From an optimization exercise on the open Yosys and OpenROAD flow, aimed at small area; shortcuts taken in it are not production practice.
Function was checked by simulation only, so behaviour that the tests miss may differ from the original.
No activity file was given, so power comes from the tool's default toggle rates.

== run A ==
Design row_pwm, start of the top module:
module row_pwm (
    input  wire        clk,
    input  wire        rst,
    input  wire        tick,         
    input  wire        row_a,        
    input  wire [16:0] cfg_period,   
    input  wire        gstart,       
    input  wire        wr_duty,
    input  wire        wr_phase,
    input  wire [2:0]  wr_ch,
    input  wire [16:0] wr_data,      
    output reg  [7:0]  out,
    output reg  [16:0] cnt,
    output reg         wrap
);
    function [17:0] add17;           
        input [16:0] a, b;
        input        ci;
        integer k;
        reg c;
        begin
            c = ci;
            for (k = 0; k < 17; k = k + 1) begin
                add17[k] = a[k] ^ b[k] ^ c;
                c = (a[k] & b[k]) | (a[k] & c) | (b[k] & c);
            end
            add17[17] = c;
        end
    endfunction
    function [16:0] inc17;           
        input [16:0] a;
        integer k;
        reg c;
        begin
            c = 1'b1;
            for (k = 0; k < 17; k = k + 1) begin
                inc17[k] = a[k] ^ c;
                c = a[k] & c;
            end
        end
    endfunction
    function [16:0] dec17;           
        input [16:0] a;
        integer k;
        reg b;
        begin
            b = 1'b1;
            for (k = 0; k < 17; k = k + 1) begin
                dec17[k] = a[k] ^ b;
                b = ~a[k] & b;
            end
        end
    endfunction
    function lt17;                   
        input [16:0] a, b;
        integer k;
        reg c;
        begin
            c = 1'b0;
            for (k = 0; k < 17; k = k + 1)
                c = (~a[k] & b[k]) | (~(a[k] ^ b[k]) & c);
            lt17 = c;
        end
    endfunction
    reg  [16:0] per;
    wire [16:0] pmin    = row_a ? 17'd2500 : 17'd500;
    wire [16:0] cfg_cl  = lt17(cfg_period, pmin) ? pmin :
                          lt17(17'd100000, cfg_period) ? 17'd100000 : cfg_period;
    wire [16:0] cnt_inc = inc17(cnt);
    wire        at_end  = (cnt_inc == per);
    wire        do_wrap = gstart || (tick && at_end);
    wire [16:0] per_nx  = do_wrap ? cfg_cl : per;
    reg  [8:0]  gap;
    reg  [7:0]  frac;
  ...
Settings: LEC_CHECK=0, CAP_MARGIN=20, CORE_MARGIN=2, CORE_UTILIZATION=50, CTS_BUF_LIST=sky130_fd_sc_hd__clkbuf_8, CTS_CLUSTER_DIAMETER=50, CTS_CLUSTER_SIZE=16, PLACE_DENSITY=0.65, SLEW_MARGIN=20; clock period 20.0 ns.
run.sh (not shown) runs the stock make flow with config.mk's settings and CLKGATE_MAP_FILE= SYNTH_SCRIPT=/design/flow/synth_recipe.tcl, a recipe that flattens the netlist after the stock synthesis.
For run B, these inputs were changed with respect to run A:
# run A
export LEC_CHECK = 0
export CAP_MARGIN = 20
export CORE_MARGIN = 2
export CORE_UTILIZATION = 50
export CTS_BUF_LIST = sky130_fd_sc_hd__clkbuf_8
export CTS_CLUSTER_DIAMETER = 50
export CTS_CLUSTER_SIZE = 16
export PLACE_DENSITY = 0.65
export SLEW_MARGIN = 20
create_clock -name core_clock -period 20.0 [get_ports {clk}]
# run B
export LEC_CHECK = 0
export CAP_MARGIN = 10
export CORE_MARGIN = 2
export CORE_UTILIZATION = 70
export PLACE_DENSITY = 0.8
export SLEW_MARGIN = 10
create_clock -name core_clock -period 20.0 [get_ports {clk}]
==> flow/flow/run.sh (new file) <==
#!/bin/bash
# The standard layout, with clock tree synthesis told not to add dummy
# loads, built from clkbuf_4 with small sink clusters.
set -euo pipefail
export CTS_ARGS="-sink_clustering_enable -repair_clock_nets -dont_use_dummy_load -buf_list sky130_fd_sc_hd__clkbuf_4 -sink_clustering_size 10 -sink_clustering_max_diameter 40"
bash standard.sh > standard.log 2>&1
==> flow/standard.sh (new file) <==
#!/bin/bash
# synth_recipe.tcl (not shown) runs the flow's synth.tcl, then flattens the netlist and writes it again
# the make line also repeats each setting of config.mk as NAME=value (left out here)
make -C /OpenROAD-flow-scripts/flow DESIGN_CONFIG=/design/flow/config.mk WORK_HOME=/design/flow/orfs CLKGATE_MAP_FILE= SYNTH_SCRIPT=/design/flow/synth_recipe.tcl "${@:-finish}"
removed: flow/run.sh
Findings:
Compared with run A, in run B number of DRC violations after detailed-routing iteration 0 now larger; layout filler cell count now smaller; worst-case hold slack now larger.
Run B finished end to end and its layout was clean on timing, DRC and antenna.
When run B is set beside run A, its share of power burned in the clock network turns out to be 8.1 points smaller.
As far as switching part of the total is concerned, run A and run B perform about the same.
Run B vs run A — met3 layer wire length in the routed design climbed by more than a quarter
Area of the die in run B is about 28% lower than in run A
Changes observed in run B relative to run A: via count higher; final cell count fell by 355; number of antenna repair diodes increased by 19 relative to the old numbers.
The following lists how run C was set up differently from run B:
# run B
export LEC_CHECK = 0
export CAP_MARGIN = 10
export CORE_MARGIN = 2
export CORE_UTILIZATION = 70
export PLACE_DENSITY = 0.8
export SLEW_MARGIN = 10
create_clock -name core_clock -period 20.0 [get_ports {clk}]
# run C
export LEC_CHECK = 0
export CAP_MARGIN = 20
export CORE_MARGIN = 2
export CORE_UTILIZATION = 50
export CTS_BUF_LIST = sky130_fd_sc_hd__clkbuf_4
export CTS_CLUSTER_DIAMETER = 40
export CTS_CLUSTER_SIZE = 10
export PLACE_DENSITY = 0.65
export SLEW_MARGIN = 20
create_clock -name core_clock -period 20.0 [get_ports {clk}]
==> flow/run.sh (new file) <==
#!/bin/bash
# synth_recipe.tcl (not shown) runs the flow's synth.tcl, then flattens the netlist and writes it again
# the make line also repeats each setting of config.mk as NAME=value (left out here)
make -C /OpenROAD-flow-scripts/flow DESIGN_CONFIG=/design/flow/config.mk WORK_HOME=/design/flow/orfs CLKGATE_MAP_FILE= SYNTH_SCRIPT=/design/flow/synth_recipe.tcl finish
removed: flow/flow/run.sh
removed: flow/standard.sh
### Flow results
Of run B and run C, run B shows the higher critical path data arrival time, with run C below it. The power in the clock group reported for run C is greater than that of run B by 50%. Share of layout cells above drive strength 1 delta for run C relative to run B: 2.3 points higher. The run showing the smaller clock latency at the later pin of the worst-skew pair is run B.
Modified inputs, run D compared to run C
# run C
export LEC_CHECK = 0
export CAP_MARGIN = 20
export CORE_MARGIN = 2
export CORE_UTILIZATION = 50
export CTS_BUF_LIST = sky130_fd_sc_hd__clkbuf_4
export CTS_CLUSTER_DIAMETER = 40
export CTS_CLUSTER_SIZE = 10
export PLACE_DENSITY = 0.65
export SLEW_MARGIN = 20
create_clock -name core_clock -period 20.0 [get_ports {clk}]
# run D
export LEC_CHECK = 0
export CAP_MARGIN = 10
export CORE_MARGIN = 2
export CORE_UTILIZATION = 60
export PLACE_DENSITY = 0.7
export SLEW_MARGIN = 10
create_clock -name core_clock -period 20.0 [get_ports {clk}]
==> flow/flow/run.sh (new file) <==
#!/bin/bash
# The standard layout, with clock tree synthesis told not to add dummy
# loads, built from clkbuf_4 with small sink clusters.
set -euo pipefail
export CTS_ARGS="-sink_clustering_enable -repair_clock_nets -dont_use_dummy_load -buf_list sky130_fd_sc_hd__clkbuf_4 -sink_clustering_size 10 -sink_clustering_max_diameter 40"
bash standard.sh > standard.log 2>&1
==> flow/standard.sh (new file) <==
#!/bin/bash
# synth_recipe.tcl (not shown) runs the flow's synth.tcl, then flattens the netlist and writes it again
# the make line also repeats each setting of config.mk as NAME=value (left out here)
make -C /OpenROAD-flow-scripts/flow DESIGN_CONFIG=/design/flow/config.mk WORK_HOME=/design/flow/orfs CLKGATE_MAP_FILE= SYNTH_SCRIPT=/design/flow/synth_recipe.tcl "${@:-finish}"
removed: flow/run.sh
Results
Run D ended with less vertical die dimension than run C. On run D: actual slew at the worst max-slew pin is 0.21 ns higher than what run C gave. Both conditions hold for run D: the flow ran to the end and the final layout passed the timing, DRC and antenna checks. Cell count of run D falls short of that of run C by a few percent.
Changes in run E relative to run D:
# run D
export LEC_CHECK = 0
export CAP_MARGIN = 10
export CORE_MARGIN = 2
export CORE_UTILIZATION = 60
export PLACE_DENSITY = 0.7
export SLEW_MARGIN = 10
create_clock -name core_clock -period 20.0 [get_ports {clk}]
# run E
export LEC_CHECK = 0
export CAP_MARGIN = 20
export CORE_MARGIN = 2
export CORE_UTILIZATION = 50
export CTS_BUF_LIST = sky130_fd_sc_hd__clkbuf_8
export CTS_CLUSTER_DIAMETER = 50
export CTS_CLUSTER_SIZE = 16
export PLACE_DENSITY = 0.65
export SLEW_MARGIN = 20
create_clock -name core_clock -period 20.0 [get_ports {clk}]
==> flow/flow/run.sh <==
#!/bin/bash
# The standard layout, with clock tree synthesis told not to add dummy
# loads (and the buffer and clustering choices of config.mk).
set -euo pipefail
export CTS_ARGS="-sink_clustering_enable -repair_clock_nets -dont_use_dummy_load -buf_list sky130_fd_sc_hd__clkbuf_8 -sink_clustering_size 16 -sink_clustering_max_diameter 50"
bash standard.sh > standard.log 2>&1
[summary]
Run E reached the end of the flow, and the finished layout is clean on the timing, DRC and antenna checks. Re tap cell count: run D was lower than run E. Compared to run D, run E has final-layout fill cell count 1,733 higher. When the final numbers for run D and run E were put side by side, the clock-buffer cell count turned out to be smaller in run E. Re count of inserted antenna diode cells: run D and run E aren't equal, and the higher value belongs to run E. Per the comparison of run E with run D, power density relative to cell area went up 1.4%, combinational fraction of design power decreased 0.8 points. met4 as the top metal layer carrying routed signals was reported by run E, and met5 by run D. [run E vs run D] number of buffers created by CTS: lower in run E. Comparing run E with run D, the buffer share of cell area came out essentially unchanged. Re global-route met2 utilization: run E is 9.4 points down on run D.
Here is what was changed in the inputs of run F compared with run E.
# run E
export LEC_CHECK = 0
export CAP_MARGIN = 20
export CORE_MARGIN = 2
export CORE_UTILIZATION = 50
export CTS_BUF_LIST = sky130_fd_sc_hd__clkbuf_8
export CTS_CLUSTER_DIAMETER = 50
export CTS_CLUSTER_SIZE = 16
export PLACE_DENSITY = 0.65
export SLEW_MARGIN = 20
create_clock -name core_clock -period 20.0 [get_ports {clk}]
# run F
export LEC_CHECK = 0
export CAP_MARGIN = 20
export CORE_MARGIN = 2
export CORE_UTILIZATION = 25
export PLACE_DENSITY = 0.45
export SLEW_MARGIN = 20
create_clock -name core_clock -period 20.0 [get_ports {clk}]
==> flow/run.sh (new file) <==
#!/bin/bash
# synth_recipe.tcl (not shown) runs the flow's synth.tcl, then flattens the netlist and writes it again
# the make line also repeats each setting of config.mk as NAME=value (left out here)
make -C /OpenROAD-flow-scripts/flow DESIGN_CONFIG=/design/flow/config.mk WORK_HOME=/design/flow/orfs CLKGATE_MAP_FILE= SYNTH_SCRIPT=/design/flow/synth_recipe.tcl finish
removed: flow/flow/run.sh
removed: flow/standard.sh
[summary]
Relative to run E, run F degrades register-to-register setup slack. In the tables for run F and run E, internal portion of total power reads lower with run E. Run F: via count lower than run E. Number of diodes: run F vs run E down 8. Compared run F vs run E, and critical path required time is down in run F. Run F vs run E, slew at the pin with the worst max-slew slack went up by 0.13 ns. Sort run F and run E by sequential cell area share, descending, and run E comes first. Changes observed in run F relative to run E: global-route met1 utilization shows a reduction of 17 points, total sequential power shows no meaningful change, wire length shows an increase of 20,000 um, core outline area shows an increase of 100%. Run E vs run F, startpoint of the worst setup timing path: mq[0][4]$_SDFFE_PP0P_ vs mq[2][3]$_SDFFE_PP0P_.

[re-timing with driven ports]
No port has a modelled driver above. Below, the same layouts with a new extraction and two added sets of constraints. Step 1 (the two cells are an assumption about what drives the block):
set clk [get_ports {clk}]
set_driving_cell -lib_cell sky130_fd_sc_hd__clkbuf_16 $clk
set_driving_cell -lib_cell sky130_fd_sc_hd__buf_2 [delete_from_list [all_inputs] $clk]
Step 2, shift: input delay + t, output delay - t, t = (earliest + latest rising clock arrival at the registers) / 2. This alone moves slack from input paths to output paths. Three values: no drivers, after step 1, after step 2; two values: the first two.
| run | t, ns | setup slack, ns | hold WS [ns] | latest minus earliest clock arrival (ns) | worst slew at a driven data input, ns |
|---|---|---|---|---|---|
| run A | 0.806 | 9.618 / 9.618 / 9.618 | 0.437 / 0.437 / 0.437 | 0.046 / 0.045 | 0.06 |
| run B | 1.067 | 9.374 / 9.374 / 9.374 | 0.446 / 0.446 / 0.446 | 0.097 / 0.097 | 0.05 |
| run C | 1.090 | 9.525 / 9.525 / 9.525 | 0.450 / 0.450 / 0.450 | 0.098 / 0.098 | 0.05 |
| run D | 1.074 | 9.448 / 9.448 / 9.448 | 0.421 / 0.421 / 0.421 | 0.119 / 0.119 | 0.06 |
| run E | 0.789 | 9.611 / 9.611 / 9.611 | 0.385 / 0.385 / 0.385 | 0.084 / 0.084 | 0.06 |
| run F | 0.778 | 9.367 / 9.367 / 9.367 | 0.449 / 0.449 / 0.449 | 0.025 / 0.025 | 0.11 |
After both steps every run listed still meets setup and hold.
